What follows belongs to an exercise in optimizing a design on an open flow for small area, a short achievable clock period and few clock cycles per item; a production flow would make more cautious choices.
Function was checked by simulation only, so behaviour that the tests miss may differ from the original.

==> flow/design.v, too long to show whole: its modules and the start of the top module <==
// module dec_quant: 50 lines
// module dec_mcmp: 523 lines
// module dec_mcmp_r: 528 lines
// module dec_mul16x8: 191 lines
// module dec_screen: 235 lines
module dec_screen (
    input  wire        clk,
    input  wire        rst,           
    input  wire        cfg_mode3,     
    input  wire [15:0] cfg_vol1,
    input  wire [15:0] cfg_vol2,
    input  wire [15:0] cfg_vol3,
    input  wire [15:0] cfg_vol4,
    input  wire [15:0] cfg_vol5,
    input  wire [15:0] cfg_vol6,
    input  wire [7:0]  cfg_werr,      
    input  wire [7:0]  cfg_w1,        
    input  wire [7:0]  cfg_w2,        
    input  wire        in_valid,
    output wire        in_ready,
    input  wire [15:0] in_cv,         
    input  wire [7:0]  in_gain,       
    input  wire [15:0] in_thr,        
    input  wire [1:0]  in_st,         
    input  wire        in_cr,         
    input  wire        in_sol,        
    input  wire        in_eol,        
    output reg         out_valid,
    input  wire        out_ready,
    output reg  [2:0]  out_level
);
  // ...
==> flow/run.sh <==
#!/bin/bash
# synth_recipe.tcl (not shown) runs the flow's synth.tcl, then flattens the netlist and writes it again
# the make line also repeats each setting of config.mk as NAME=value (left out here)
make -C /OpenROAD-flow-scripts/flow DESIGN_CONFIG=/design/flow/config.mk WORK_HOME=/design/flow/orfs CLKGATE_MAP_FILE= SYNTH_SCRIPT=/design/flow/synth_recipe.tcl finish
==> flow/config.mk <==
export PLATFORM = sky130hd
export DESIGN_NAME = dec_screen
export DESIGN_NICKNAME = dec_screen
export VERILOG_FILES = /design/flow/design.v
export SDC_FILE = /design/flow/constraint.sdc
export NUM_CORES = 4
export LEC_CHECK = 0
export ABC_AREA = 1
export CAP_MARGIN = 20
export CORE_MARGIN = 2
export CORE_UTILIZATION = 40
export SETUP_SLACK_MARGIN = 2
export SLEW_MARGIN = 20
==> flow/constraint.sdc <==
create_clock -name core_clock -period 100.0 [get_ports {clk}]
set_input_delay 20.0000 -clock core_clock [delete_from_list [all_inputs] [get_ports {clk}]]
set_output_delay 20.0000 -clock core_clock [all_outputs]
set_load 0.01 [all_outputs]
==> results.py, run 1 <==
metrics = {
    "route": {
        "drt_iter0_markers": 4063,
        "ant_nets": 0,
    },
    "finish": {
        "buf_share_pct": 3.78,
        "inverters": 1668,
        "clock_cell_area_share_pct": 2.91,
        "reg_top3": "w_thr (48), w_yl (36), w_s2 (32)",
        "register_area_mm2": 0.0109,
        "final_cell_mix": "inv_1, nand2_1, fa_1",
    },
    "placed_design": {
        "dp.cells": 8989,
        "dp.final_hpwl_um": 151000,
        "pre_cts_slack_ns": 78.44,
    },
    "sta": {
        "setup_violations": 0,
        "relSlewSlack_pct": 25.1,
        "fmax_mhz": 46.4,
        "fin_skew_ns": 0.0517,
    },
    "setup_path": {
        "worstReg2RegEnd": "e_reg[13]",
        "r2r_cells": 67,
        "rrSetupSlack_ns": 81.00,
        "cp_num_buf_inv": 1,
    },
    "grt": {
        "grt.met1_usage_pct": 35.8,
        "grt_pass1_vias": 48381,
    },
    "synth": {
        "yosys_warnings": 8,
        "synth_commonest_cells": "inv_1, nand2_1, fa_1, nor2_1, ha_1",
        "synth-xor-area-share_pct": 2.41,
        "synthFlopType": "dfxtp_1",
    },
    "cts": {
        "cts.clk_slew.worst_paths_ns": 0.06,
        "cts_resized": 0,
        "cts_buffer_depth": 3,
    },
    "floorplanning": {
        "rows": 139,
        "die_w_um": 385,
    },
    "run_status": {
        "outcome": "no timing/DRC/antenna violations",
    },
    "flow_run": {
        "cap_violations": 0,
    },
    "hold_path": {
        "hold_class": "flop to flop",
    },
}
Testbench counts, summed over its fixed seeds: cycles 31,525, items 31,469.
==> module dec_quant, before the edit <==
module dec_quant #(
    parameter FAST = 1           
) (
    input  wire        mode3,    
    input  wire [15:0] vol1,
    input  wire [15:0] vol2,
    input  wire [15:0] vol3,     
    input  wire [15:0] vol4,
    input  wire [15:0] vol5,
    input  wire [15:0] vol6,
    input  wire [15:0] den0,     
    input  wire [15:0] den1,
    input  wire [15:0] den2,
    input  wire [15:0] den3,
    input  wire [15:0] den4,
    input  wire [15:0] den5,
    input  wire [15:0] den6,
    input  wire [15:0] y,
    input  wire [15:0] t,
    output wire [2:0]  level,
    output wire [15:0] r,        
    output wire [15:0] den,      
    output wire        up        
);
    wire ymax = &y;
    wire c1 = y >= vol1;
    wire c2 = y >= vol2;
    wire c3 = mode3 ? (y >= vol3) : ymax;
    wire c4 = mode3 & (y >= vol4);
    wire c5 = mode3 & (y >= vol5);
    wire c6 = mode3 & (y >= vol6);
    wire c7 = mode3 & ymax;
    wire [2:0] k = {c4, c2 & ~c4 | c6, c1 & ~c2 | c3 & ~c4 | c5 & ~c6 | c7};
    wire top = c7 | (~mode3 & c3);        
    wire [15:0] lo = c7 ? 16'hffff : c6 ? vol6 : c5 ? vol5 : c4 ? vol4 :
                     c3 ? vol3 : c2 ? vol2 : c1 ? vol1 : 16'd0;
    assign den = c6 ? den6 : c5 ? den5 : c4 ? den4 : c3 ? den3 :
                 c2 ? den2 : c1 ? den1 : den0;
    assign r   = y - lo;
    wire ge;
    generate
        if (FAST) begin : g_fast
            dec_mcmp u_mcmp (.r(r), .t(t), .den(den), .ge(ge));
        end else begin : g_small
            dec_mcmp_r u_mcmp (.r(r), .t(t), .den(den), .ge(ge));
        end
    endgenerate
    assign up    = ~top & ge;
    assign level = k + {2'b00, up};
endmodule
==> module dec_screen, before the edit <==
module dec_screen (
    input  wire        clk,
    input  wire        rst,           
    input  wire        cfg_mode3,     
    input  wire [15:0] cfg_vol1,
    input  wire [15:0] cfg_vol2,
    input  wire [15:0] cfg_vol3,
    input  wire [15:0] cfg_vol4,
    input  wire [15:0] cfg_vol5,
    input  wire [15:0] cfg_vol6,
    input  wire [7:0]  cfg_werr,      
    input  wire [7:0]  cfg_w1,        
    input  wire [7:0]  cfg_w2,        
    input  wire        in_valid,
    output wire        in_ready,
    input  wire [15:0] in_cv,         
    input  wire [7:0]  in_gain,       
    input  wire [15:0] in_thr,        
    input  wire [1:0]  in_st,         
    input  wire        in_cr,         
    input  wire        in_sol,        
    input  wire        in_eol,        
    output reg         out_valid,
    input  wire        out_ready,
    output reg  [2:0]  out_level
);
    localparam NSLOT = 8;
    reg        m3;
    reg [15:0] v1, v2, v3, v4, v5, v6;
    reg [7:0]  werr, w1, w2;
    always @(posedge clk) begin
        m3 <= cfg_mode3;
        v1 <= cfg_vol1; v2 <= cfg_vol2; v3 <= cfg_vol3;
        v4 <= cfg_vol4; v5 <= cfg_vol5; v6 <= cfg_vol6;
        werr <= cfg_werr; w1 <= cfg_w1; w2 <= cfg_w2;
    end
    wire [15:0] v3e = m3 ? v3 : 16'hffff;
    wire [15:0] dn0 = v1;
    wire [15:0] dn1 = v2 - v1;
    wire [15:0] dn2 = v3e - v2;
    wire [15:0] dn3 = v4 - v3;
    wire [15:0] dn4 = v5 - v4;
    wire [15:0] dn5 = v6 - v5;
    wire [15:0] dn6 = ~v6;
    function [15:0] vol_of;
        input [2:0] lv;
        begin
            case (lv)
                3'd0: vol_of = 16'd0;
                3'd1: vol_of = v1;
                3'd2: vol_of = v2;
                3'd3: vol_of = m3 ? v3 : 16'hffff;
                3'd4: vol_of = v4;
                3'd5: vol_of = v5;
                3'd6: vol_of = v6;
                default: vol_of = 16'hffff;
            endcase
        end
    endfunction
    reg        in_rdy;
    reg  [7:0] ct;
    assign     in_ready = in_rdy;
    wire       acc = in_valid & in_rdy;
    wire       del = out_valid & out_ready;
    always @(posedge clk) begin
        if (acc & ~del) begin
            ct     <= {ct[6:0], 1'b1};
            in_rdy <= ~ct[NSLOT - 2];
        end else if (del & ~acc) begin
            ct     <= {1'b0, ct[7:1]};
            in_rdy <= 1'b1;
        end else begin
            in_rdy <= ~ct[NSLOT - 1];
        end
        if (rst) begin
            ct     <= 8'd0;
            in_rdy <= 1'b1;
        end
    end
    reg        i_v;
    reg [15:0] i_cv, i_thr;
    reg [7:0]  i_g;
    reg [1:0]  i_st;
    reg        i_cr, i_sol, i_eol;
    always @(posedge clk) begin
        i_v   <= acc & ~rst;
        i_cv  <= in_cv;
        i_g   <= in_gain;
        i_thr <= in_thr;
        i_st  <= in_st;
        i_cr  <= in_cr;
        i_sol <= in_sol;
        i_eol <= in_eol;
    end
    wire [23:0] dg;
    dec_mul16x8 u_gain (.a(i_cv), .b(i_g), .p(dg));
    reg        a_v, a_rs, a_sol, a_eol, a_dead, a_ok, a_dnz;
    reg [15:0] a_d, a_thr;
    always @(posedge clk) begin
        a_v    <= i_v & ~rst;
        a_d    <= dg[23] ? 16'hffff : dg[22:7];
        a_dnz  <= |dg[23:7];
        a_thr  <= i_thr;
        a_rs   <= i_cr | i_sol;
        a_sol  <= i_sol;
        a_eol  <= i_eol;
        a_dead <= i_st[0];                    
        a_ok   <= (i_st == 2'd0);
    end
    reg  signed [15:0] e_reg;
    wire signed [17:0] x  = $signed({2'b00, a_d}) + (a_rs ? 18'sd0 : {{2{e_reg[15]}}, e_reg});
    wire [15:0]        xc = x[17] ? 16'd0 : x[16] ? 16'hffff : x[15:0];
    wire [2:0]  q1;
    wire [15:0] q1_r, q1_den;
    wire        q1_up;
    dec_quant u_q_scr (
        .mode3(m3),
        .vol1(v1), .vol2(v2), .vol3(v3e), .vol4(v4), .vol5(v5), .vol6(v6),
        .den0(dn0), .den1(dn1), .den2(dn2), .den3(dn3), .den4(dn4), .den5(dn5), .den6(dn6),
        .y(xc), .t(a_thr), .level(q1), .r(q1_r), .den(q1_den), .up(q1_up)
    );
    wire signed [16:0] err   = q1_up ? $signed({1'b0, q1_r}) - $signed({1'b0, q1_den})
                                     : $signed({1'b0, q1_r});
    wire signed [25:0] err_w = err * $signed({1'b0, werr});
    wire signed [17:0] err_s = err_w[25:8];   
    wire signed [15:0] e_nxt = !a_dnz                ? 16'sd0 :
                               (err_s >  18'sd16384) ? 16'sd16384 :
                               (err_s < -18'sd16384) ? -16'sd16384 :
                               err_s[15:0];
    always @(posedge clk)
        if (a_v)
            e_reg <= e_nxt;
    reg        w_v   [0:2];
    reg        w_sol [0:1];
    reg        w_eol [0:2];
    reg        w_ok  [0:2];
    reg [15:0] w_thr [0:2];
    reg        w0_dead;
    reg [2:0]  w0_lvl;
    reg [15:0] w1_s1;
    reg [15:0] w_s2  [1:2];
    reg [17:0] w_yl  [1:2];
    wire [15:0] v0   = vol_of(w0_lvl);
    wire [23:0] p1, p2;
    dec_mul16x8 u_p1 (.a(v0), .b(w1), .p(p1));
    dec_mul16x8 u_p2 (.a(v0), .b(w2), .p(p2));
    wire [15:0] s1_0 = w0_dead ? p1[23:8] : 16'd0;
    wire [15:0] s2_0 = w0_dead ? p2[23:8] : 16'd0;
    wire        l1   = ~w_sol[0] & w_v[1];
    wire        l2   = l1 & ~w_sol[1] & w_v[2];
    wire [17:0] yl0  = {2'b00, v0} + (l1 ? {2'b00, w1_s1} : 18'd0)
                                   + (l2 ? {2'b00, w_s2[2]} : 18'd0);
    wire wfull = a_v | (w_v[0] & w_eol[0]) | (w_v[1] & w_eol[1] & ~w_v[0]);
    wire wsh   = wfull | (w_v[1] & w_eol[1]);
    reg  f_go;
    always @(posedge clk) begin
        if (wsh) begin
            w_v[2]   <= w_v[1];
            w_eol[2] <= w_eol[1];
            w_ok[2]  <= w_ok[1];
            w_thr[2] <= w_thr[1];
            w_s2[2]  <= w_s2[1];
            w_yl[2]  <= w_yl[1];
            w_v[1]   <= w_v[0] & wfull;
            w_sol[1] <= w_sol[0];
            w_eol[1] <= w_eol[0];
            w_ok[1]  <= w_ok[0];
            w_thr[1] <= w_thr[0];
            w1_s1    <= s1_0;
            w_s2[1]  <= s2_0;
            w_yl[1]  <= yl0;
        end
        if (wfull) begin
            w_v[0]   <= a_v;
            w_sol[0] <= a_sol;
            w_eol[0] <= a_eol;
            w0_dead  <= a_dead;
            w0_lvl   <= a_dnz ? q1 : 3'd0;
            w_ok[0]  <= a_ok & a_dnz;
            w_thr[0] <= a_thr;
        end
        if (rst) begin
            w_v[0] <= 1'b0;
            w_v[1] <= 1'b0;
            w_v[2] <= 1'b0;
        end
        f_go <= wsh & w_v[1] & ~rst;
    end
    wire        r1   = w_v[1] & ~w_eol[2];
    wire        r2   = r1 & w_v[0] & ~w_eol[1];
    wire [18:0] ysum = {1'b0, w_yl[2]} + (r1 ? {3'b000, w1_s1} : 19'd0)
                                       + (r2 ? {3'b000, s2_0} : 19'd0);
    wire [15:0] yq   = (ysum[18:16] != 3'b000) ? 16'hffff : ysum[15:0];
    reg        g_v, g_ok;
    reg [15:0] g_y, g_thr;
    always @(posedge clk) begin
        g_v   <= f_go & ~rst;
        g_ok  <= w_ok[2];
        g_y   <= yq;
        g_thr <= w_thr[2];
    end
    wire [2:0]  q2;
    wire [15:0] q2_r, q2_den;
    wire        q2_up;
    dec_quant #(.FAST(0)) u_q_fin (
        .mode3(m3),
        .vol1(v1), .vol2(v2), .vol3(v3e), .vol4(v4), .vol5(v5), .vol6(v6),
        .den0(dn0), .den1(dn1), .den2(dn2), .den3(dn3), .den4(dn4), .den5(dn5), .den6(dn6),
        .y(g_y), .t(g_thr), .level(q2), .r(q2_r), .den(q2_den), .up(q2_up)
    );
    wire [2:0] f_lvl = g_ok ? q2 : 3'd0;
    reg  [2:0] qm [0:7];
    reg  [2:0] q_rd, q_wr;
    wire [2:0] q_rd1 = q_rd + 3'd1;
    wire [2:0] q_wr1 = q_wr + 3'd1;
    wire       q_emp = (q_rd == q_wr);
    wire       out_free = ~out_valid | out_ready;
    always @(posedge clk) begin
        if (g_v)
            qm[q_wr] <= f_lvl;
        if (out_free) begin
            out_level <= q_emp ? f_lvl : qm[q_rd];
            out_valid <= ~q_emp | g_v;
            if (~q_emp)
                q_rd <= q_rd1;
        end
        if (g_v & ~(out_free & q_emp))
            q_wr <= q_wr1;
        if (rst) begin
            out_valid <= 1'b0;
            q_rd <= 3'd0;
            q_wr <= 3'd0;
        end
    end
endmodule
==> run 2: changes to the inputs <==
--- a/flow/design.v
+++ b/flow/design.v
@@ -36,7 +36,13 @@
                      c3 ? vol3 : c2 ? vol2 : c1 ? vol1 : 16'd0;
     assign den = c6 ? den6 : c5 ? den5 : c4 ? den4 : c3 ? den3 :
                  c2 ? den2 : c1 ? den1 : den0;
-    assign r   = y - lo;
+    generate
+        if (FAST) begin : g_rf
+            assign r = y - lo;
+        end else begin : g_rs
+            dec_radd #(.W(16)) u_r (.a(y), .b(~lo), .ci(1'b1), .s(r));
+        end
+    endgenerate
     wire ge;
     generate
         if (FAST) begin : g_fast
@@ -48,6 +54,45 @@
     assign up    = ~top & ge;
     assign level = k + {2'b00, up};
 endmodule
+module dec_radd #(
+    parameter W = 16
+) (
+    input  wire [W-1:0] a,
+    input  wire [W-1:0] b,
+    input  wire         ci,
+    output wire [W-1:0] s
+);
+    wire [W:0] c;
+    assign c[0] = ci;
+    genvar i;
+    generate
+        for (i = 0; i < W; i = i + 1) begin : g_bit
+            assign s[i]   = a[i] ^ b[i] ^ c[i];
+            assign c[i+1] = (a[i] & b[i]) | (a[i] & c[i]) | (b[i] & c[i]);
+        end
+    endgenerate
+endmodule
+module dec_radd3 #(
+    parameter W = 16
+) (
+    input  wire [W-1:0] a,
+    input  wire [W-1:0] b,
+    input  wire [W-1:0] c,
+    output wire [W-1:0] s
+);
+    wire [W-1:0] x, y;
+    genvar i;
+    generate
+        for (i = 0; i < W; i = i + 1) begin : g_csa
+            assign x[i] = a[i] ^ b[i] ^ c[i];
+            if (i + 1 < W) begin : g_c
+                assign y[i+1] = (a[i] & b[i]) | (a[i] & c[i]) | (b[i] & c[i]);
+            end
+        end
+    endgenerate
+    assign y[0] = 1'b0;
+    dec_radd #(.W(W)) u_add (.a(x), .b(y), .ci(1'b0), .s(s));
+endmodule
 module dec_mcmp (
     input  wire [15:0] r,
     input  wire [15:0] t,
@@ -1328,11 +1373,12 @@
     end
     wire [15:0] v3e = m3 ? v3 : 16'hffff;
     wire [15:0] dn0 = v1;
-    wire [15:0] dn1 = v2 - v1;
-    wire [15:0] dn2 = v3e - v2;
-    wire [15:0] dn3 = v4 - v3;
-    wire [15:0] dn4 = v5 - v4;
-    wire [15:0] dn5 = v6 - v5;
+    wire [15:0] dn1, dn2, dn3, dn4, dn5;
+    dec_radd #(.W(16)) u_dn1 (.a(v2),  .b(~v1), .ci(1'b1), .s(dn1));
+    dec_radd #(.W(16)) u_dn2 (.a(v3e), .b(~v2), .ci(1'b1), .s(dn2));
+    dec_radd #(.W(16)) u_dn3 (.a(v4),  .b(~v3), .ci(1'b1), .s(dn3));
+    dec_radd #(.W(16)) u_dn4 (.a(v5),  .b(~v4), .ci(1'b1), .s(dn4));
+    dec_radd #(.W(16)) u_dn5 (.a(v6),  .b(~v5), .ci(1'b1), .s(dn5));
     wire [15:0] dn6 = ~v6;
     function [15:0] vol_of;
         input [2:0] lv;
@@ -1349,25 +1395,36 @@
             endcase
         end
     endfunction
+    reg        rst_q;
+    always @(posedge clk)
+        rst_q <= rst;
     reg        in_rdy;
-    reg  [7:0] ct;
+    reg  [3:0] n_acc, n_del;
     assign     in_ready = in_rdy;
     wire       acc = in_valid & in_rdy;
     wire       del = out_valid & out_ready;
+    wire [3:0] n_fl   = n_acc - n_del;
+    wire       rdy_up = (n_fl <= NSLOT - 2);
+    wire       rdy_eq = (n_fl <= NSLOT - 1);
     always @(posedge clk) begin
-        if (acc & ~del) begin
-            ct     <= {ct[6:0], 1'b1};
-            in_rdy <= ~ct[NSLOT - 2];
-        end else if (del & ~acc) begin
-            ct     <= {1'b0, ct[7:1]};
-            in_rdy <= 1'b1;
-        end else begin
-            in_rdy <= ~ct[NSLOT - 1];
+        if (acc)
+            n_acc <= n_acc + 4'd1;
+        if (del)
+            n_del <= n_del + 4'd1;
+        if (rst_q) begin
+            n_acc <= 4'd0;
+            n_del <= 4'd0;
         end
-        if (rst) begin
-            ct     <= 8'd0;
+        if (rst)
+            in_rdy <= 1'b0;
+        else if (rst_q)
             in_rdy <= 1'b1;
-        end
+        else
+            case ({acc, del})
+                2'b10:   in_rdy <= rdy_up;
+                2'b01:   in_rdy <= 1'b1;
+                default: in_rdy <= rdy_eq;
+            endcase
     end
     reg        i_v;
     reg [15:0] i_cv, i_thr;
@@ -1375,7 +1432,7 @@
     reg [1:0]  i_st;
     reg        i_cr, i_sol, i_eol;
     always @(posedge clk) begin
-        i_v   <= acc & ~rst;
+        i_v   <= acc;                        
         i_cv  <= in_cv;
         i_g   <= in_gain;
         i_thr <= in_thr;
@@ -1389,7 +1446,7 @@
     reg        a_v, a_rs, a_sol, a_eol, a_dead, a_ok, a_dnz;
     reg [15:0] a_d, a_thr;
     always @(posedge clk) begin
-        a_v    <= i_v & ~rst;
+        a_v    <= i_v;
         a_d    <= dg[23] ? 16'hffff : dg[22:7];
         a_dnz  <= |dg[23:7];
         a_thr  <= i_thr;
@@ -1411,14 +1468,15 @@
         .den0(dn0), .den1(dn1), .den2(dn2), .den3(dn3), .den4(dn4), .den5(dn5), .den6(dn6),
         .y(xc), .t(a_thr), .level(q1), .r(q1_r), .den(q1_den), .up(q1_up)
     );
-    wire signed [16:0] err   = q1_up ? $signed({1'b0, q1_r}) - $signed({1'b0, q1_den})
-                                     : $signed({1'b0, q1_r});
-    wire signed [25:0] err_w = err * $signed({1'b0, werr});
-    wire signed [17:0] err_s = err_w[25:8];   
-    wire signed [15:0] e_nxt = !a_dnz                ? 16'sd0 :
-                               (err_s >  18'sd16384) ? 16'sd16384 :
-                               (err_s < -18'sd16384) ? -16'sd16384 :
-                               err_s[15:0];
+    wire [23:0] pa   = q1_r * werr;                   
+    wire [15:0] nb   = q1_den - q1_r;                 
+    wire [24:0] pm1  = {9'd0, nb} * {17'd0, werr} - 25'd1;    
+    wire [16:0] ea   = pa[23:8];                      
+    wire [15:0] qb   = pm1[23:8];                     
+    wire signed [15:0] e_a = (ea > 17'd16384) ? 16'sd16384 : $signed(ea[15:0]);
+    wire signed [15:0] e_b = pm1[24]       ? 16'sd0 :      
+                             (|qb[15:14]) ? -16'sd16384 : $signed(~qb);
+    wire signed [15:0] e_nxt = !a_dnz ? 16'sd0 : q1_up ? e_b : e_a;
     always @(posedge clk)
         if (a_v)
             e_reg <= e_nxt;
@@ -1440,8 +1498,9 @@
     wire [15:0] s2_0 = w0_dead ? p2[23:8] : 16'd0;
     wire        l1   = ~w_sol[0] & w_v[1];
     wire        l2   = l1 & ~w_sol[1] & w_v[2];
-    wire [17:0] yl0  = {2'b00, v0} + (l1 ? {2'b00, w1_s1} : 18'd0)
-                                   + (l2 ? {2'b00, w_s2[2]} : 18'd0);
+    wire [17:0] yl0;
+    dec_radd3 #(.W(18)) u_yl0 (.a({2'b00, v0}), .b(l1 ? {2'b00, w1_s1} : 18'd0),
+                               .c(l2 ? {2'b00, w_s2[2]} : 18'd0), .s(yl0));
     wire wfull = a_v | (w_v[0] & w_eol[0]) | (w_v[1] & w_eol[1] & ~w_v[0]);
     wire wsh   = wfull | (w_v[1] & w_eol[1]);
     reg  f_go;
@@ -1471,22 +1530,23 @@
             w_ok[0]  <= a_ok & a_dnz;
             w_thr[0] <= a_thr;
         end
-        if (rst) begin
+        if (rst_q) begin
             w_v[0] <= 1'b0;
             w_v[1] <= 1'b0;
             w_v[2] <= 1'b0;
         end
-        f_go <= wsh & w_v[1] & ~rst;
+        f_go <= wsh & w_v[1] & ~rst_q;
     end
     wire        r1   = w_v[1] & ~w_eol[2];
     wire        r2   = r1 & w_v[0] & ~w_eol[1];
-    wire [18:0] ysum = {1'b0, w_yl[2]} + (r1 ? {3'b000, w1_s1} : 19'd0)
-                                       + (r2 ? {3'b000, s2_0} : 19'd0);
+    wire [18:0] ysum;
+    dec_radd3 #(.W(19)) u_ysum (.a({1'b0, w_yl[2]}), .b(r1 ? {3'b000, w1_s1} : 19'd0),
+                                .c(r2 ? {3'b000, s2_0} : 19'd0), .s(ysum));
     wire [15:0] yq   = (ysum[18:16] != 3'b000) ? 16'hffff : ysum[15:0];
     reg        g_v, g_ok;
     reg [15:0] g_y, g_thr;
     always @(posedge clk) begin
-        g_v   <= f_go & ~rst;
+        g_v   <= f_go & ~rst_q;
         g_ok  <= w_ok[2];
         g_y   <= yq;
         g_thr <= w_thr[2];
@@ -1518,10 +1578,11 @@
         end
         if (g_v & ~(out_free & q_emp))
             q_wr <= q_wr1;
-        if (rst) begin
-            out_valid <= 1'b0;
+        if (rst_q) begin
             q_rd <= 3'd0;
             q_wr <= 3'd0;
         end
+        if (rst | rst_q)
+            out_valid <= 1'b0;
     end
 endmodule
==> flow/flow/run.sh (new file) <==
#!/bin/bash
# The standard layout, with plain buffers (not delay buffers) on the ports.
set -euo pipefail
bash standard.sh BUFFER_PORTS_ARGS="-buffer_cell sky130_fd_sc_hd__buf_2" finish > standard_flow.log 2>&1
==> flow/standard.sh (new file) <==
#!/bin/bash
# synth_recipe.tcl (not shown) runs the flow's synth.tcl, then flattens the netlist and writes it again
# the make line also repeats each setting of config.mk as NAME=value (left out here)
make -C /OpenROAD-flow-scripts/flow DESIGN_CONFIG=/design/flow/config.mk WORK_HOME=/design/flow/orfs CLKGATE_MAP_FILE= SYNTH_SCRIPT=/design/flow/synth_recipe.tcl "${@:-finish}"
--- a/flow/config.mk
+++ b/flow/config.mk
@@ -8,6 +8,7 @@
 export ABC_AREA = 1
 export CAP_MARGIN = 20
 export CORE_MARGIN = 2
-export CORE_UTILIZATION = 40
+export CORE_UTILIZATION = 65
+export PLACE_DENSITY = 0.75
 export SETUP_SLACK_MARGIN = 2
 export SLEW_MARGIN = 20
removed: flow/run.sh
==> run 2 against run 1 <==
Against the previous run: final cell count is 12% lower; fmax is 1.9% higher; via count is 1.1% lower.
==> results.py, run 2 <==
metrics = {
    "cts": {
        "cts_buffers": 48,
        "clock-sinks": 451,
        "cts.clk_slew.worst_paths_ns": 0.06,
        "cts_buffer_depth": 3,
        "tritoncts": "built",
        "hold_buffers": 0,
        "postCtsSetupRepairBufs": 0,
        "clk_latency_ns": 0.68,
        "cts-htree-levels": 2,
        "clockRootBuffer": "clkbuf_16",
        "cts_resized": 0,
    },
    "grt": {
        "antenna_found_initial": 4,
        "gr-total-overflow": 0,
        "grt_pass1_wl_um": 273000,
        "grt_pass1_vias": 48133,
        "grtUsageTotal_pct": 39.7,
        "grt_max_degree": 87,
    },
    "finish": {
        "regMostFlops": "w_thr",
        "nNetsFinal": 8495,
        "multi_input_area_mm2": 0.0407,
        "nFillCells": 7065,
        "final_cell_mix": "inv_1, nand2_1, fa_1",
        "syn_to_final_growth_pct": 6.50,
        "layout.cells.most_common": "inv_1",
        "final_util_pct": 70.0,
        "reg_top3": "w_thr (48), w_yl (36), w_s2 (32)",
        "layout-drive-gt1-share_pct": 5.95,
        "largest_reg_flops": 48,
        "register_area_mm2": 0.0109,
        "n_antenna_cell": 0,
    },
    "sta": {
        "rsz0062_at_grt": "false",
        "fin_setup_tns_ns": 0,
        "relSlewSlack_pct": 25.1,
        "fmax_mhz": 47.3,
        "final_max_slew_viol_count": 0,
        "setup_violations": 0,
        "hold_violations": 0,
        "post-route-period-util_pct": 21.1,
        "fin_skew_ns": 0.0639,
        "period_minus_slack_ns": 21.15,
        "worstMarginPinSlew_ns": 1.12,
    },
    "synth": {
        "synth-edff-count": 187,
        "synth_most_common_cell": "inv_1",
        "yosys_warnings": 8,
        "synth_top_area_share_pct": 37.3,
        "synth_commonest_cells": "inv_1, nand2_1, fa_1, nor2_1, ha_1",
        "syn_avg_cell_area_um2": 8.62,
        "synthFlopType": "dfxtp_1",
        "synth_area_leader_cell": "fa_1",
        "ys_seq_elements": 451,
        "async_flop_share_pct": 0,
        "syn_area_mm2": 0.0583,
        "ys_types": 61,
        "synthCells": 6760,
        "ys_seq_area_share_pct": 18.7,
        "synth_fp_nets": 8415,
        "yosys-top-cells-area": "fa_1, inv_1, edfxtp_1",
    },
    "floorplanning": {
        "start_util_pct": 65.7,
        "rows": 109,
        "pin_count": 175,
        "dieArea_mm2": 0.0921,
        "die_w_um": 303,
        "coreArea_mm2": 0.0886,
        "die_h_um": 303,
    },
    "placed_design": {
        "place.gp.congestion": 1.06,
        "io_buffers": 174,
        "dp.final_hpwl_um": 142000,
    },
    "route": {
        "dr_total_vias": 46848,
        "remaining_drc_errors": 0,
        "vias_per_cell": 5.82,
        "ant_nets": 0,
        "avgRoutedWirePerCell_um": 22.0,
        "drt_iter0_markers": 4687,
        "drt_first_pass_iters": 7,
        "wl_um": 177000,
    },
    "setup_path": {
        "cp.arrival_ns": 1.15,
        "startpoint_type": "flop",
        "critical_path_required_ns": 80.00,
        "crit_chain": "buf_2",
        "cp_top_family": "flip-flops",
        "r2r_cells": 78,
        "crit_fanout": 1,
        "worstSetupPathType": "flop to output pin",
        "cp_num_buf_inv": 1,
        "max_stage_delay_ns": 0.36,
        "endpoint_kind": "output pin",
        "worst-path-stages": 1,
        "crit_slowest_cell": "edfxtp_1",
    },
    "hold_path": {
        "hold_class": "flop to flop",
        "hold_depth": 0,
    },
    "flow_run": {
        "cap_violations": 0,
    },
    "run_status": {
        "outcome": "no timing/DRC/antenna violations",
    },
}
## run 2: cell count changes after synthesis, moves of 17 or more
cell	previous run	this run
nand3_1	120	137
clkbuf_1	167	191
xor2_1	123	34
inv_1	1626	1532
o21ai_0	205	161
ha_1	457	400
o21bai_1	63	6
or2_2	14	34
a21oi_1	369	302
nor2_1	737	691
fa_1	916	1085
## run 2: cell type report
| type | instances | share of cell area [%] |
|---|---|---|
| multi-input combinational | 4509 | 65.5 |
| sequential | 451 | 17.6 |
| inverter | 1573 | 9.52 |
| timing repair buffer | 257 | 2.41 |
| tap | 1165 | 2.35 |
| clock buffer | 64 | 2.18 |
| clock inverter | 24 | 0.474 |
## run 2: cells by family after synthesis
logic type,share of synthesized area [%]
simple gates,15.5
xor+xnor,0.947
buf+inv,11.6
compound gates,7.28
flops,18.7
fa+ha+maj,45.9
mux,0.0859
## run 2: stage by stage
| step | instances | setup slack [ns] | hold WS [ns] | cell area (um^2) |
|---|---|---|---|---|
| detailed placement | 7955 | 78.94 | 0.312 | 60400 |
| global route | 8043 | 78.79 | 0.337 | 62100 |
| floorplan | 6760 | 79.18 | 0.310 | 58300 |
| global placement | 7955 | 78.96 | 0.310 | 60400 |
| CTS | 8043 | 78.83 | 0.327 | 62100 |
| finish | 8043 | 78.85 | 0.327 | 62100 |
## run 2: per-layer routing
layer,part of all wire (%),GRT usage (%),vias up
met3,12,9.72,530
met2,44,61.3,2676
li1,-,-,20703
met1,39,53.4,22933
met5,0.024,0,-
met4,5.3,18.5,6
## run 2: final timing paths
| path | end | from | slack [ns] |
|---|---|---|---|
| max | out_level[1] | out_level[1] | 78.85 |
| max reg2reg | e_reg[4] | a_rs | 83.21 |
| min | a_v | i_v | 0.33 |
| min reg2reg | a_v | i_v | 0.33 |
Testbench counts of run 2, summed over its fixed seeds: cycles 31,525, items 31,469.
==> run 3: changes to the inputs <==
==> flow/run.sh (new file) <==
#!/bin/bash
# synth_recipe.tcl (not shown) runs the flow's synth.tcl, then flattens the netlist and writes it again
# the make line also repeats each setting of config.mk as NAME=value (left out here)
make -C /OpenROAD-flow-scripts/flow DESIGN_CONFIG=/design/flow/config.mk WORK_HOME=/design/flow/orfs CLKGATE_MAP_FILE= SYNTH_SCRIPT=/design/flow/synth_recipe.tcl finish
removed: flow/flow/run.sh
removed: flow/standard.sh
==> run 3 against run 2 <==
Against the previous run: global-route usage increased by 0.14 points; via count rose by 0.74%; still clean; sequential cell count is the same; critical endpoint is now out_valid; highest routed layer unchanged; setup slack got worse by 0.39 ns.
==> results.py, run 3 <==
metrics = {
    "floorplanning": {
        "die_h_um": 303,
        "start_util_pct": 65.7,
        "rows": 109,
        "pin_count": 175,
        "dieArea_mm2": 0.0921,
        "coreArea_mm2": 0.0886,
        "die_w_um": 303,
    },
    "synth": {
        "synth_area_leader_cell": "fa_1",
        "ys_seq_area_share_pct": 18.7,
        "synth_fp_nets": 8415,
        "async_flop_share_pct": 0,
        "synth_most_common_cell": "inv_1",
        "synth_top_area_share_pct": 37.3,
        "synth-simple-area-share_pct": 15.5,
        "synth.mux.area_fraction_pct": 0.0859,
        "synth_commonest_cells": "inv_1, nand2_1, fa_1, nor2_1, ha_1",
        "yosys_warnings": 8,
        "syn_avg_cell_area_um2": 8.62,
        "synth_top_family_by_area": "adder cells",
        "synth-xor-area-share_pct": 0.947,
        "syn_area_mm2": 0.0583,
        "synth_fa_ha_area_share_pct": 45.9,
        "ys_seq_elements": 451,
        "synthFlopType": "dfxtp_1",
        "synth-edff-count": 187,
        "synthCells": 6760,
        "yosys-top-cells-area": "fa_1, inv_1, edfxtp_1",
        "synth_compound_area_share_pct": 7.28,
        "ys_types": 61,
    },
    "setup_path": {
        "startpoint_type": "flop",
        "cp.arrival_ns": 1.53,
        "endpoint_kind": "output pin",
        "critical_path_required_ns": 80.00,
        "worstReg2RegEnd": "e_reg[5]",
        "worstSetupPathType": "flop to output pin",
        "cp_top_family": "buffers and inverters",
        "critPathLaunch": "out_valid",
        "crit_slowest_cell": "clkdlybuf4s50_1",
        "r2r_cells": 82,
        "crit_fanout": 3,
        "crit_chain": "clkdlybuf4s50_1",
        "rr_startpoint": "a_rs",
        "max_stage_delay_ns": 0.55,
        "critical_path.endpoint": "out_valid",
        "worst-path-stages": 1,
        "rrSetupSlack_ns": 83.19,
        "cp_num_buf_inv": 1,
    },
    "finish": {
        "nNetsFinal": 8484,
        "final_util_pct": 71.0,
        "syn_to_final_growth_pct": 7.97,
        "reg_top3": "w_thr (48), w_yl (36), w_s2 (32)",
        "layout-drive-gt1-share_pct": 3.32,
        "final_cell_mix": "inv_1, nand2_1, fa_1",
        "largest_reg_flops": 48,
        "layout.cells.most_common": "inv_1",
        "regMostFlops": "w_thr",
    },
    "cts": {
        "cts_buffer_depth": 3,
        "cts_buffers": 49,
        "clock-sinks": 451,
        "clk_latency_ns": 0.67,
        "cts_resized": 0,
        "hold_buffers": 0,
        "postCtsSetupRepairBufs": 0,
        "clockRootBuffer": "clkbuf_16",
        "cts.clk_slew.worst_paths_ns": 0.06,
        "tritoncts": "built",
        "cts-htree-levels": 2,
    },
    "route": {
        "drt_iter0_markers": 4787,
        "drt_first_pass_iters": 7,
        "wl_met3_um": 19900,
        "met2_length_um": 78600,
        "remaining_drc_errors": 0,
        "vias_per_cell": 5.87,
        "avgRoutedWirePerCell_um": 22.1,
        "ant_nets": 0,
        "dr_total_vias": 47195,
        "wl_met1_um": 69200,
        "wl_um": 178000,
        "highest_layer": "met5",
    },
    "grt": {
        "grt_pass1_vias": 49050,
        "gr-total-overflow": 0,
        "grt_pass1_wl_um": 275000,
        "antenna_found_initial": 2,
        "grtUsageTotal_pct": 39.8,
        "grt_max_degree": 64,
    },
    "sta": {
        "rsz0062_at_grt": "false",
        "fin_setup_tns_ns": 0,
        "timing.final.ws_setup_ns": 78.47,
        "final_max_slew_viol_count": 0,
        "worstMarginPinSlew_ns": 1.09,
        "fin_skew_ns": 0.0417,
        "period_minus_slack_ns": 21.53,
        "setup_violations": 0,
        "relSlewSlack_pct": 27.3,
        "post-route-period-util_pct": 21.5,
        "fmax_mhz": 46.4,
        "hold_violations": 0,
    },
    "run_status": {
        "outcome": "no timing/DRC/antenna violations",
    },
    "placed_design": {
        "place.gp.congestion": 1.02,
        "dp.final_hpwl_um": 142000,
        "pre_cts_slack_ns": 78.62,
        "io_buffers": 174,
    },
    "hold_path": {
        "hold_class": "flop to flop",
    },
    "flow_run": {
        "cap_violations": 0,
    },
}
## run 3: layout make-up
type | instances | area (um^2)
Antenna cell | 3 | 7.51
Clock buffer | 61 | 1350
Clock inverter | 31 | 333
Fill cell | 7007 | 25700
Inverter | 1573 | 5910
Multi-Input combinational cell | 4509 | 40700
Sequential cell | 451 | 10900
Tap cell | 1165 | 1460
Timing Repair Buffer | 245 | 2290
## run 3: stage by stage
stage          instance area (um^2)  hold WS, ns  std cells
2_1_floorplan                 58300        0.310       6760
3_3_place_gp                  61200        0.310       7942
3_5_place_dp                  61200        0.312       7942
4_1_cts                       62900        0.327       8034
5_1_grt                       62900        0.336       8035
6_report                      62900        0.327       8038
## run 3: worst reg2reg max path: cells and delay by family, from the launching register on
| family | cells | cell delay, ns |
|---|---|---|
| AOI/OAI and AO/OA | 19 | 4.21 |
| buffers and inverters | 14 | 1.90 |
| and+or+nand+nor | 35 | 5.34 |
| adders and majority gates | 11 | 4.36 |
| DFF | 1 | 0.45 |
| xor gates and xnor gates | 3 | 0.48 |
## run 3: cells by family after synthesis
| logic type | Yosys count |
|---|---|
| buffers and inverters | 1800 |
| muxes | 5 |
| xor gates and xnor gates | 60 |
| adders and majority gates | 1485 |
| AOI/OAI and AO/OA | 718 |
| DFF | 451 |
| and+or+nand+nor | 2241 |
## run 3: worst min-delay path by stage
stage | startpoint | endpoint | cells after the start
after CTS | i_thr[3] | a_thr[3] | 0
final | i_thr[8] | a_thr[8] | 0
after global placement | i_thr[2] | a_thr[2] | 0
after floorplan | i_eol | a_eol | 0
after global routing | i_thr[5] | a_thr[5] | 0
after detailed placement | i_thr[2] | a_thr[2] | 0
## run 3: layer usage
metal	GRT usage (%)	vias up
met2	61.3	2676
met1	54.1	23219
met4	19.1	2
li1	-	20692
met5	0	-
met3	8.89	606
==> run 4: changes to the inputs <==
==> flow/flow/run.sh (new file) <==
#!/bin/bash
# The standard layout, with two changes:
#  - plain buffers (not delay buffers) on the ports;
#  - after the standard synthesis, flow/polarity.py removes inverters around
#    full adders (a full adder with all inputs and outputs inverted is the
#    same cell); every register, port and other cell is kept as synthesised.
set -euo pipefail
knobs=(BUFFER_PORTS_ARGS="-buffer_cell sky130_fd_sc_hd__buf_2")
res=orfs/results/${FLOW_PLATFORM:-sky130hd}/dec_screen/base
bash standard.sh "${knobs[@]}" synth > synth_flow.log 2>&1
cp "$res/1_2_yosys.v" "$res/1_2_yosys_std.v"
python3 flow/polarity.py "$res/1_2_yosys_std.v" "$res/1_2_yosys.v" > polarity.log 2>&1
rm -f "$res/1_synth.odb" "$res/1_synth.sdc"
bash standard.sh "${knobs[@]}" finish > layout_flow.log 2>&1
==> flow/flow/polarity.py (new file) <==
#!/usr/bin/env python3
"""Inverter clean-up around full adders in a flat sky130 netlist.

A full adder is self-dual: FA(~a, ~b, ~c) = (~sum, ~cout). Synthesis leaves
many inverters between full adders. This pass may mark full adders as
complemented (inputs and outputs inverted, same cell), choosing the marks
greedily so that fewer signals need an inverter, then rebuilds exactly one
inverter for each signal some load still needs inverted. Every other cell,
every register and every port keeps its name and function.

usage: polarity.py in.v out.v
"""
import re, sys
from collections import defaultdict

src = open(sys.argv[1]).read()
inst_re = re.compile(r'^  (sky130_fd_sc_hd__\w+) +(\S+) +\((.*?)\n  \);\n', re.S | re.M)
pin_re = re.compile(r'\.(\w+)\(([^()]*)\)')

cells = []           # [type, name, [(pin, net)], span]
for m in inst_re.finditer(src):
    pins = [(p, n.strip()) for p, n in pin_re.findall(m.group(3))]
    cells.append([m.group(1), m.group(2), pins, m.span()])

head_end = cells[0][3][0]
header, footer = src[:head_end], src[cells[-1][3][1]:]
ports_out = set()
for m in re.finditer(r'^  output (?:\[(\d+):(\d+)\] )?(\S+);', header, re.M):
    if m.group(1):
        for i in range(int(m.group(2)), int(m.group(1)) + 1):
            ports_out.add(f"{m.group(3)}[{i}]")
    ports_out.add(m.group(3))

OUTP = {'X', 'Y', 'Q', 'Q_N', 'SUM', 'COUT', 'HI', 'LO'}
INV = {'sky130_fd_sc_hd__inv_1', 'sky130_fd_sc_hd__clkinv_1'}
FA = 'sky130_fd_sc_hd__fa_1'

drv = {}
for ci, (t, n, pins, _) in enumerate(cells):
    for p, net in pins:
        if p in OUTP:
            drv[net] = (ci, p)

# inverters that may go: output not a port
isinv = set()
for ci, (t, n, pins, _) in enumerate(cells):
    if t in INV:
        d = dict(pins)
        if d['Y'] not in ports_out and d['Y'] != d['A']:
            isinv.add(ci)

def base(net):
    """(base net, parity) through removable inverters."""
    par = 0
    seen = 0
    while net in drv and drv[net][0] in isinv and seen < 64:
        net = dict(cells[drv[net][0]][2])['A']
        par ^= 1
        seen += 1
    return net, par

# loads: list of (ci, pin_index, base, parity)
loads = defaultdict(list)
for ci, (t, n, pins, _) in enumerate(cells):
    if ci in isinv:
        continue
    for k, (p, net) in enumerate(pins):
        if p in OUTP or p == 'CLK':
            continue
        b, par = base(net)
        loads[b].append((ci, k, par))
for pnet in ports_out:
    if pnet in drv:
        b, par = base(pnet)
        loads[b].append((-1, 0, par))      # the port itself: keeps its net

flip = defaultdict(int)
def drv_flip(b):
    d = drv.get(b)
    return flip[d[0]] if d and cells[d[0]][0] == FA else 0

def needs_inv(b):
    h = drv_flip(b)
    for ci, k, par in loads[b]:
        need = par ^ (flip[ci] if ci >= 0 and cells[ci][0] == FA else 0)
        if need != h:
            return 1
    return 0

fa_bases = defaultdict(set)           # fa -> bases touched by flipping it
for b, ls in loads.items():
    for ci, k, par in ls:
        if ci >= 0 and cells[ci][0] == FA:
            fa_bases[ci].add(b)
for ci, (t, n, pins, _) in enumerate(cells):
    if t == FA:
        for p, net in pins:
            if p in ('SUM', 'COUT'):
                fa_bases[ci].add(net)

fas = [ci for ci, c in enumerate(cells) if c[0] == FA]
# a full adder that drives a port directly keeps its polarity
fixed = set()
for ci in fas:
    for p, net in cells[ci][2]:
        if p in ('SUM', 'COUT') and net in ports_out:
            fixed.add(ci)
fas = [ci for ci in fas if ci not in fixed]

import random
rng = random.Random(1)
touched = set()
for ci in fas:
    touched |= fa_bases[ci]
def total():
    return sum(needs_inv(b) for b in touched)
PT = 0.3
best = total()
best_flip = dict(flip)
for sweep in range(400):
    order = list(fas)
    rng.shuffle(order)
    for ci in order:
        bs = fa_bases[ci]
        before = sum(needs_inv(b) for b in bs)
        flip[ci] ^= 1
        after = sum(needs_inv(b) for b in bs)
        if after < before or (after == before and rng.random() < PT) or (after == before + 1 and rng.random() < 0.02 * (1 - sweep / 400)):
            continue
        flip[ci] ^= 1
    cur = total()
    if cur < best:
        best = cur
        best_flip = dict(flip)
flip = defaultdict(int, best_flip)

def esc(net):
    return net + " " if net.startswith("\\") else net

# rebuild
newinv = {}
def inv_net(b):
    if b not in newinv:
        newinv[b] = f"pol_inv_{len(newinv)}"
    return newinv[b]

conn = {}
for b, ls in loads.items():
    h = drv_flip(b)
    for ci, k, par in ls:
        if ci < 0:
            continue
        need = par ^ (flip[ci] if cells[ci][0] == FA else 0)
        conn[(ci, k)] = b if need == h else inv_net(b)
for pnet in ports_out:
    if pnet in drv:
        b, par = base(pnet)
        h = drv_flip(b)
        if (par != h) and pnet != b:
            pass  # handled below: the port net must carry its own value

out = [header]
wires = [f"  wire {w};\n" for w in newinv.values()]
out.append("".join(wires))
removed = 0
for ci, (t, n, pins, span) in enumerate(cells):
    if ci in isinv:
        # keep an inverter that drives a port-facing net used as is
        removed += 1
        continue
    ps = []
    for k, (p, net) in enumerate(pins):
        if (ci, k) in conn:
            net = conn[(ci, k)]
        ps.append(f"    .{p}({esc(net)})")
    out.append(f"  {t} {n} (\n" + ",\n".join(ps) + "\n  );\n")
for i, (b, w) in enumerate(newinv.items()):
    out.append(f"  sky130_fd_sc_hd__inv_1 pol_u{i} (\n    .A({esc(b)}),\n    .Y({w})\n  );\n")
out.append(footer)
open(sys.argv[2], "w").write("".join(out))
nflip = sum(flip[ci] for ci in fas)
print(f"polarity: {len(fas)} full adders, {nflip} complemented; "
      f"{removed} inverters out, {len(newinv)} in", file=sys.stderr)
==> flow/standard.sh (new file) <==
#!/bin/bash
# synth_recipe.tcl (not shown) runs the flow's synth.tcl, then flattens the netlist and writes it again
# the make line also repeats each setting of config.mk as NAME=value (left out here)
make -C /OpenROAD-flow-scripts/flow DESIGN_CONFIG=/design/flow/config.mk WORK_HOME=/design/flow/orfs CLKGATE_MAP_FILE= SYNTH_SCRIPT=/design/flow/synth_recipe.tcl "${@:-finish}"
removed: flow/run.sh
==> run 4 against run 3 <==
Against the previous run: setup slack improved by 0.38 ns; sequential cell count unchanged; routed wire length increased by 1.1%; critical endpoint is now out_level[2]; largest cell class unchanged.
==> results.py, run 4 <==
metrics = {
    "finish": {
        "instances_no_fill": 7471,
        "largest_reg_flops": 48,
        "layout.cells.most_common": "nand2_1",
        "final_util_pct": 70.3,
        "nNetsFinal": 7943,
        "regMostFlops": "w_thr",
        "syn_to_final_growth_pct": 6.73,
        "layout-drive-gt1-share_pct": 6.45,
        "reg_top3": "w_thr (48), w_yl (36), w_s2 (32)",
        "final_cell_mix": "nand2_1, fa_1, inv_1",
    },
    "setup_path": {
        "cp_top_family": "flip-flops",
        "startpoint_type": "flop",
        "critical_path_required_ns": 80.00,
        "cp.arrival_ns": 1.15,
        "max_stage_delay_ns": 0.37,
        "worstSetupPathType": "flop to output pin",
        "cp_num_buf_inv": 1,
        "crit_chain": "buf_2",
        "crit_fanout": 1,
        "crit_slowest_cell": "edfxtp_1",
        "endpoint_kind": "output pin",
    },
    "placed_design": {
        "dp.cells": 7379,
        "io_buffers": 174,
        "dp.final_hpwl_um": 143000,
        "place.gp.congestion": 1.04,
    },
    "route": {
        "avgRoutedWirePerCell_um": 24.0,
        "wl_um": 180000,
        "drt_iter0_markers": 5488,
        "ant_nets": 0,
        "vias_per_cell": 6.07,
        "remaining_drc_errors": 0,
        "dr_total_vias": 45354,
        "drt_first_pass_iters": 6,
    },
    "sta": {
        "fin_setup_tns_ns": 0,
        "final_max_slew_viol_count": 0,
        "hold_violations": 0,
        "fmax_mhz": 47.3,
        "relSlewSlack_pct": 18.2,
        "fin_skew_ns": 0.0526,
        "setup_violations": 0,
        "period_minus_slack_ns": 21.15,
        "worstMarginPinSlew_ns": 1.20,
        "post-route-period-util_pct": 21.2,
        "rsz0062_at_grt": "false",
    },
    "grt": {
        "grt_max_degree": 86,
        "grt_pass1_vias": 46802,
        "antenna_found_initial": 3,
        "grtUsageTotal_pct": 41.3,
        "grt_pass1_wl_um": 275000,
        "gr-total-overflow": 0,
    },
    "flow_run": {
        "cap_violations": 0,
    },
    "cts": {
        "clockRootBuffer": "clkbuf_16",
        "postCtsSetupRepairBufs": 0,
        "cts-htree-levels": 2,
        "hold_buffers": 0,
        "cts_resized": 0,
        "cts.clk_slew.worst_paths_ns": 0.06,
        "clock-sinks": 451,
        "cts_buffer_depth": 3,
        "clk_latency_ns": 0.68,
        "cts_buffers": 48,
        "tritoncts": "built",
    },
    "synth": {
        "yosys_warnings": 8,
        "syn_area_mm2": 0.0562,
        "syn_avg_cell_area_um2": 9.04,
        "synthCells": 6217,
        "synth_fp_nets": 7872,
    },
    "floorplanning": {
        "coreArea_mm2": 0.0854,
        "die_w_um": 298,
        "rows": 107,
        "die_h_um": 298,
        "dieArea_mm2": 0.0889,
        "pin_count": 175,
        "start_util_pct": 65.8,
    },
    "hold_path": {
        "hold_class": "flop to flop",
    },
    "run_status": {
        "outcome": "no timing/DRC/antenna violations",
    },
}
-- run 4: final cells by class --
class	instances	area [um^2]
Inverter	1030	3870
Sequential cell	451	10900
Clock inverter	21	275
Tap cell	1144	1430
Timing Repair Buffer	248	1450
Antenna cell	1	2.50
Multi-Input combinational cell	4509	40700
Clock buffer	67	1410
Fill cell	6609	25400
-- run 4: per-stage QoR --
stage	setup WS, ns	instance area, um^2	hold WS, ns
2_1_floorplan	79.18	56200	0.310
3_3_place_gp	78.98	58300	0.310
3_5_place_dp	78.97	58300	0.312
4_1_cts	78.82	59900	0.325
5_1_grt	78.80	60000	0.331
6_report	78.85	60000	0.325
-- run 4: metal layers --
metal  GRT usage [%]  part of all wire [%]  vias up  wire length (um)
met5               0                 0.015        -                27
met4            20.9                   6.1        4             11000
met3            12.5                    13      612             23700
met2            60.3                    43     2919             76400
met1            56.3                    38    22228             68500
li1                -                     -    19591                 -
-- run 4: final timing paths --
kind           startpoint            to  slack (ns)  cells after the start
max          out_level[2]  out_level[2]       78.85                      1
min              i_thr[1]      a_thr[1]        0.33                      0
max reg2reg          a_rs      e_reg[5]       82.64                     76
min reg2reg      i_thr[1]      a_thr[1]        0.33                      0
==> run 5: changes to the inputs <==
--- a/flow/config.mk
+++ b/flow/config.mk
@@ -9,6 +9,7 @@
 export CAP_MARGIN = 20
 export CORE_MARGIN = 2
 export CORE_UTILIZATION = 65
+export CTS_BUF_LIST = sky130_fd_sc_hd__clkbuf_8
 export PLACE_DENSITY = 0.75
 export SETUP_SLACK_MARGIN = 2
 export SLEW_MARGIN = 20
==> run 5 against run 4 <==
Against the previous run: count of clock-buffer cells in the layout is 22 higher; design area is 0.11% lower; sequential share of layout area hardly changed; final cell count is 0.63% higher; clock skew is 0.016 ns higher; global-route usage is 0.12 points lower; routed wire length is 0.51% lower; via count is 0.21% higher; critical endpoint unchanged; highest routed layer unchanged.
==> results.py, run 5 <==
metrics = {
    "run_status": {
        "outcome": "no timing/DRC/antenna violations",
    },
    "setup_path": {
        "cp.arrival_ns": 1.20,
        "worstSetupPathType": "flop to output pin",
        "max_stage_delay_ns": 0.38,
        "endpoint_kind": "output pin",
        "crit_fanout": 1,
        "critical_path_required_ns": 80.00,
        "startpoint_type": "flop",
        "crit_chain": "buf_2",
        "rrSetupSlack_ns": 82.57,
        "rr_startpoint": "a_rs",
        "worstReg2RegEnd": "e_reg[5]",
        "crit_slowest_cell": "edfxtp_1",
        "cp_num_buf_inv": 1,
        "cp_top_family": "flip-flops",
        "r2r_cells": 76,
    },
    "sta": {
        "whs_ns": 0.314,
        "fin_setup_tns_ns": 0,
        "fmax_mhz": 47.2,
        "rsz0062_at_grt": "false",
        "fin_skew_ns": 0.0687,
        "post-route-period-util_pct": 21.2,
        "period_minus_slack_ns": 21.20,
        "relSlewSlack_pct": 12.4,
        "final_max_slew_viol_count": 0,
        "worstMarginPinSlew_ns": 1.28,
        "setup_violations": 0,
        "hold_violations": 0,
    },
    "floorplanning": {
        "dieArea_mm2": 0.0889,
        "die_w_um": 298,
        "rows": 107,
        "start_util_pct": 65.8,
        "die_h_um": 298,
        "pin_count": 175,
        "coreArea_mm2": 0.0854,
    },
    "cts": {
        "cts_buffer_depth": 3,
        "cts-htree-levels": 3,
        "cts_buffers": 74,
        "clock-sinks": 451,
        "cts_resized": 0,
        "postCtsSetupRepairBufs": 0,
        "tritoncts": "built",
        "hold_buffers": 0,
        "clk_latency_ns": 0.74,
        "clockRootBuffer": "clkbuf_8",
        "cts.clk_slew.worst_paths_ns": 0.07,
    },
    "hold_path": {
        "min-delay-start": "i_thr[12]",
        "whs_endpoint": "a_thr[12]",
        "hold_depth": 0,
        "hold_class": "flop to flop",
    },
    "placed_design": {
        "dp.cells": 7379,
        "place.gp.congestion": 1.04,
        "io_buffers": 174,
        "dp.final_hpwl_um": 143000,
    },
    "finish": {
        "largest_reg_flops": 48,
        "instances_no_fill": 7518,
        "nNetsFinal": 7970,
        "syn_to_final_growth_pct": 6.60,
        "layout-drive-gt1-share_pct": 6.84,
        "final_cell_mix": "nand2_1, fa_1, inv_1",
        "layout.cells.most_common": "nand2_1",
        "regMostFlops": "w_thr",
        "reg_top3": "w_thr (48), w_yl (36), w_s2 (32)",
        "nFillCells": 6638,
        "final_util_pct": 70.2,
    },
    "route": {
        "met2_length_um": 76300,
        "drt_iter0_markers": 5091,
        "avgRoutedWirePerCell_um": 23.8,
        "wl_met3_um": 23500,
        "wl_um": 179000,
        "vias_per_cell": 6.05,
        "remaining_drc_errors": 0,
        "drt_first_pass_iters": 8,
        "ant_nets": 0,
        "wl_met1_um": 68500,
        "highest_layer": "met5",
        "dr_total_vias": 45447,
    },
    "grt": {
        "antenna_found_initial": 2,
        "grtUsageTotal_pct": 41.2,
        "grt_pass1_vias": 46714,
        "grt_pass1_wl_um": 274000,
        "grt_max_degree": 86,
        "gr-total-overflow": 0,
    },
    "synth": {
        "syn_area_mm2": 0.0562,
        "yosys_warnings": 8,
        "synthCells": 6217,
        "syn_avg_cell_area_um2": 9.04,
        "synth_fp_nets": 7872,
    },
    "flow_run": {
        "cap_violations": 0,
    },
}
-- run 5: changes by cell type in the layout (fill, tap and decap cells not counted), moves of 2 or more --
| cell | previous run | this run |
|---|---|---|
| bufinv_16 | 3 | 6 |
| clkbuf_1 | 6 | 0 |
| clkbuf_16 | 50 | 0 |
| clkbuf_4 | 2 | 0 |
| clkbuf_8 | 9 | 89 |
| clkinv_1 | 0 | 3 |
| clkinv_16 | 2 | 0 |
| inv_1 | 1023 | 1043 |
| inv_6 | 4 | 0 |
-- run 5: through the flow --
step	cell area, um^2	worst slack, ns
after global placement	58300	78.98
after global routing	59900	78.75
after CTS	59900	78.78
final	59900	78.80
after floorplan	56200	79.18
after detailed placement	58300	78.97
-- run 5: worst max path at each step --
stage,startpoint,end,slack (ns),cells after the start
finish,out_level[2],out_level[2],78.80,1
global route,out_level[2],out_level[2],78.75,1
CTS,out_level[2],out_level[2],78.78,1
detailed placement,in_valid,in_rdy,78.97,7
global placement,in_valid,in_rdy,78.98,7
floorplan,out_ready,in_rdy,79.18,5
-- run 5: area by class of cell --
type	instances	area [um^2]	area share, %
multi-input cells	4509	40700	67.9
flip-flops and latches	451	10900	18.2
inverters	1030	3870	6.46
repair buffers	249	1460	2.44
well taps	1144	1430	2.39
clock buffers	89	1220	2.04
clock inverters	44	378	0.630
diodes	2	5.00	0.00835
-- run 5: metal layers --
layer  vias up  GRT usage [%]
li1      19649              -
met1     22271           56.6
met2      2890           60.2
met3       635           12.2
met4         2           20.1
met5         -              0
==> run 6: changes to the inputs <==
--- a/flow/design.v
+++ b/flow/design.v
@@ -1373,12 +1373,11 @@
     end
     wire [15:0] v3e = m3 ? v3 : 16'hffff;
     wire [15:0] dn0 = v1;
-    wire [15:0] dn1, dn2, dn3, dn4, dn5;
-    dec_radd #(.W(16)) u_dn1 (.a(v2),  .b(~v1), .ci(1'b1), .s(dn1));
-    dec_radd #(.W(16)) u_dn2 (.a(v3e), .b(~v2), .ci(1'b1), .s(dn2));
-    dec_radd #(.W(16)) u_dn3 (.a(v4),  .b(~v3), .ci(1'b1), .s(dn3));
-    dec_radd #(.W(16)) u_dn4 (.a(v5),  .b(~v4), .ci(1'b1), .s(dn4));
-    dec_radd #(.W(16)) u_dn5 (.a(v6),  .b(~v5), .ci(1'b1), .s(dn5));
+    wire [15:0] dn1 = v2 - v1;
+    wire [15:0] dn2 = v3e - v2;
+    wire [15:0] dn3 = v4 - v3;
+    wire [15:0] dn4 = v5 - v4;
+    wire [15:0] dn5 = v6 - v5;
     wire [15:0] dn6 = ~v6;
     function [15:0] vol_of;
         input [2:0] lv;
@@ -1468,15 +1467,14 @@
         .den0(dn0), .den1(dn1), .den2(dn2), .den3(dn3), .den4(dn4), .den5(dn5), .den6(dn6),
         .y(xc), .t(a_thr), .level(q1), .r(q1_r), .den(q1_den), .up(q1_up)
     );
-    wire [23:0] pa   = q1_r * werr;                   
-    wire [15:0] nb   = q1_den - q1_r;                 
-    wire [24:0] pm1  = {9'd0, nb} * {17'd0, werr} - 25'd1;    
-    wire [16:0] ea   = pa[23:8];                      
-    wire [15:0] qb   = pm1[23:8];                     
-    wire signed [15:0] e_a = (ea > 17'd16384) ? 16'sd16384 : $signed(ea[15:0]);
-    wire signed [15:0] e_b = pm1[24]       ? 16'sd0 :      
-                             (|qb[15:14]) ? -16'sd16384 : $signed(~qb);
-    wire signed [15:0] e_nxt = !a_dnz ? 16'sd0 : q1_up ? e_b : e_a;
+    wire signed [16:0] err   = q1_up ? $signed({1'b0, q1_r}) - $signed({1'b0, q1_den})
+                                     : $signed({1'b0, q1_r});
+    wire signed [25:0] err_w = err * $signed({1'b0, werr});
+    wire signed [17:0] err_s = err_w[25:8];   
+    wire signed [15:0] e_nxt = !a_dnz                ? 16'sd0 :
+                               (err_s >  18'sd16384) ? 16'sd16384 :
+                               (err_s < -18'sd16384) ? -16'sd16384 :
+                               err_s[15:0];
     always @(posedge clk)
         if (a_v)
             e_reg <= e_nxt;
--- a/flow/config.mk
+++ b/flow/config.mk
@@ -9,7 +9,6 @@
 export CAP_MARGIN = 20
 export CORE_MARGIN = 2
 export CORE_UTILIZATION = 65
-export CTS_BUF_LIST = sky130_fd_sc_hd__clkbuf_8
 export PLACE_DENSITY = 0.75
 export SETUP_SLACK_MARGIN = 2
 export SLEW_MARGIN = 20
==> run 6 against run 5 <==
Against the previous run: final cell count is 0.39% lower; critical path type unchanged; clock skew is 0.0049 ns higher; fmax is 0.24% higher; critical path depth stayed put; die area is 2.4% lower.
==> results.py, run 6 <==
metrics = {
    "run_status": {
        "outcome": "no timing/DRC/antenna violations",
    },
    "finish": {
        "nNetsFinal": 7860,
        "final_cell_mix": "nand2_1, inv_1, fa_1",
        "syn_to_final_growth_pct": 7.12,
        "n_antenna_cell": 0,
        "instances_no_fill": 7489,
        "reg_top3": "w_thr (48), w_yl (36), w_s2 (32)",
        "fin_area_mm2": 0.0588,
        "final_util_pct": 70.2,
        "largest_reg_flops": 48,
        "layout.cells.most_common": "nand2_1",
        "regMostFlops": "w_thr",
        "layout-drive-gt1-share_pct": 6.96,
    },
    "setup_path": {
        "cp.arrival_ns": 1.15,
        "max_stage_delay_ns": 0.36,
        "rrSetupSlack_ns": 80.98,
        "crit_fanout": 1,
        "critical_path_required_ns": 80.00,
        "endpoint_kind": "output pin",
        "crit_slowest_cell": "edfxtp_1",
        "crit_chain": "buf_2",
        "startpoint_type": "flop",
        "cp_num_buf_inv": 1,
        "worstSetupPathType": "flop to output pin",
        "cp_top_family": "flip-flops",
    },
    "floorplanning": {
        "die_w_um": 295,
        "rows": 106,
        "dieArea_mm2": 0.0868,
        "die_h_um": 295,
        "pin_count": 175,
        "start_util_pct": 65.6,
        "coreArea_mm2": 0.0837,
    },
    "cts": {
        "clk_latency_ns": 0.69,
        "tritoncts": "built",
        "cts-htree-levels": 2,
        "cts_resized": 0,
        "clock-sinks": 451,
        "cts_buffers": 51,
        "hold_buffers": 0,
        "postCtsSetupRepairBufs": 0,
        "cts_buffer_depth": 3,
        "cts.clk_slew.worst_paths_ns": 0.06,
        "clockRootBuffer": "clkbuf_16",
    },
    "placed_design": {
        "placed_area_mm2": 0.0571,
        "place.gp.congestion": 1.03,
        "dp.cells": 7394,
        "io_buffers": 174,
        "dp.final_hpwl_um": 136000,
        "pre_cts_slack_ns": 78.86,
    },
    "grt": {
        "grt_max_degree": 65,
        "gr-total-overflow": 0,
        "use_met3_pct": 9.03,
        "grt_pass1_vias": 46131,
        "grt.met1_usage_pct": 56.0,
        "grt_pass1_wl_um": 265000,
        "use_met2_pct": 61.3,
        "antenna_found_initial": 1,
        "grtUsageTotal_pct": 40.6,
        "grt_busiest_layer": "met2",
    },
    "sta": {
        "fmax_mhz": 47.3,
        "timing.final.ws_setup_ns": 78.85,
        "setup_violations": 0,
        "fin_skew_ns": 0.0736,
        "hold_violations": 0,
        "fin_setup_tns_ns": 0,
        "relSlewSlack_pct": 23.0,
        "rsz0062_at_grt": "false",
        "post-route-period-util_pct": 21.2,
        "worstMarginPinSlew_ns": 1.15,
        "final_max_slew_viol_count": 0,
        "period_minus_slack_ns": 21.15,
    },
    "route": {
        "remaining_drc_errors": 0,
        "dr_total_vias": 45504,
        "drt_iter0_markers": 5158,
        "vias_per_cell": 6.08,
        "wl_um": 171000,
        "drt_first_pass_iters": 6,
        "ant_nets": 0,
        "avgRoutedWirePerCell_um": 22.9,
    },
    "synth": {
        "syn_area_mm2": 0.0549,
        "synthCells": 6206,
        "syn_avg_cell_area_um2": 8.84,
        "synth_fp_nets": 7753,
        "yosys_warnings": 8,
    },
    "hold_path": {
        "hold_class": "flop to flop",
    },
    "flow_run": {
        "cap_violations": 0,
    },
}
[run 6: area by class of cell]
cell class	instances	area, um^2
Sequential cell	451	10900
Inverter	1028	3860
Tap cell	1134	1420
Multi-Input combinational cell	4521	39400
Clock buffer	65	1410
Fill cell	6656	24900
Clock inverter	30	278
Timing Repair Buffer	260	1520
[run 6: stage by stage]
stage                     hold slack, ns
after floorplan                    0.310
after global placement             0.310
after detailed placement           0.312
after CTS                          0.312
after global routing               0.323
final                              0.305
[run 6: per-layer routing]
metal | share of wire, % | wire length, um
met5 | 0 | 0
met4 | 5.7 | 9750
met3 | 12 | 20100
met2 | 44 | 74500
met1 | 39 | 67000
[run 6: final timing paths]
kind | startpoint | endpoint | cells after the start
worst max-delay path | out_level[1] | out_level[1] | 1
worst min-delay path | w_thr[2][7] | g_thr[7] | 0
worst max register to register | a_rs | e_reg[2] | 70
worst min register to register | w_thr[2][7] | g_thr[7] | 0
Testbench counts of run 6, summed over its fixed seeds: cycles 31,525, items 31,469.

## port drivers added, routing unchanged
How much do the figures lean on ideal ports? The routed layouts below were timed once more, with nothing changed but the port constraints. Step 1 assumes that a clkbuf_16 drives the clock port and a buf_2 every other input. Step 2 also shifts input and output timing later by t, the mid clock arrival at the registers, as if the neighbouring blocks saw the same clock. Slacks: no drivers / after step 1 / after step 2; pairs: no drivers / after step 1.
run | t, ns | slack for setup (ns) | worst setup path at the end | worst register clock-pin slew, ns | worst slew at a driven data input, ns
run 1 | 0.732 | 78.445 / 78.364 / 78.412 | input to register | 0.07 / 0.07 | 0.04
run 2 | 0.719 | 78.854 / 78.781 / 78.912 | input to register | 0.08 / 0.08 | 0.04
run 3 | 0.720 | 78.469 / 78.400 / 78.558 | input to register | 0.07 / 0.07 | 0.05
run 4 | 0.726 | 78.849 / 78.775 / 78.968 | input to register | 0.07 / 0.07 | 0.04
run 5 | 0.765 | 78.798 / 78.736 / 78.973 | input to register | 0.09 / 0.09 | 0.04
run 6 | 0.723 | 78.849 / 78.777 / 78.728 | input to register | 0.07 / 0.07 | 0.04
After both steps setup and hold are still met in every run listed. The setup slack of run 6, which loses most, moves by -0.072 ns with the drivers and by -0.121 ns with both steps.
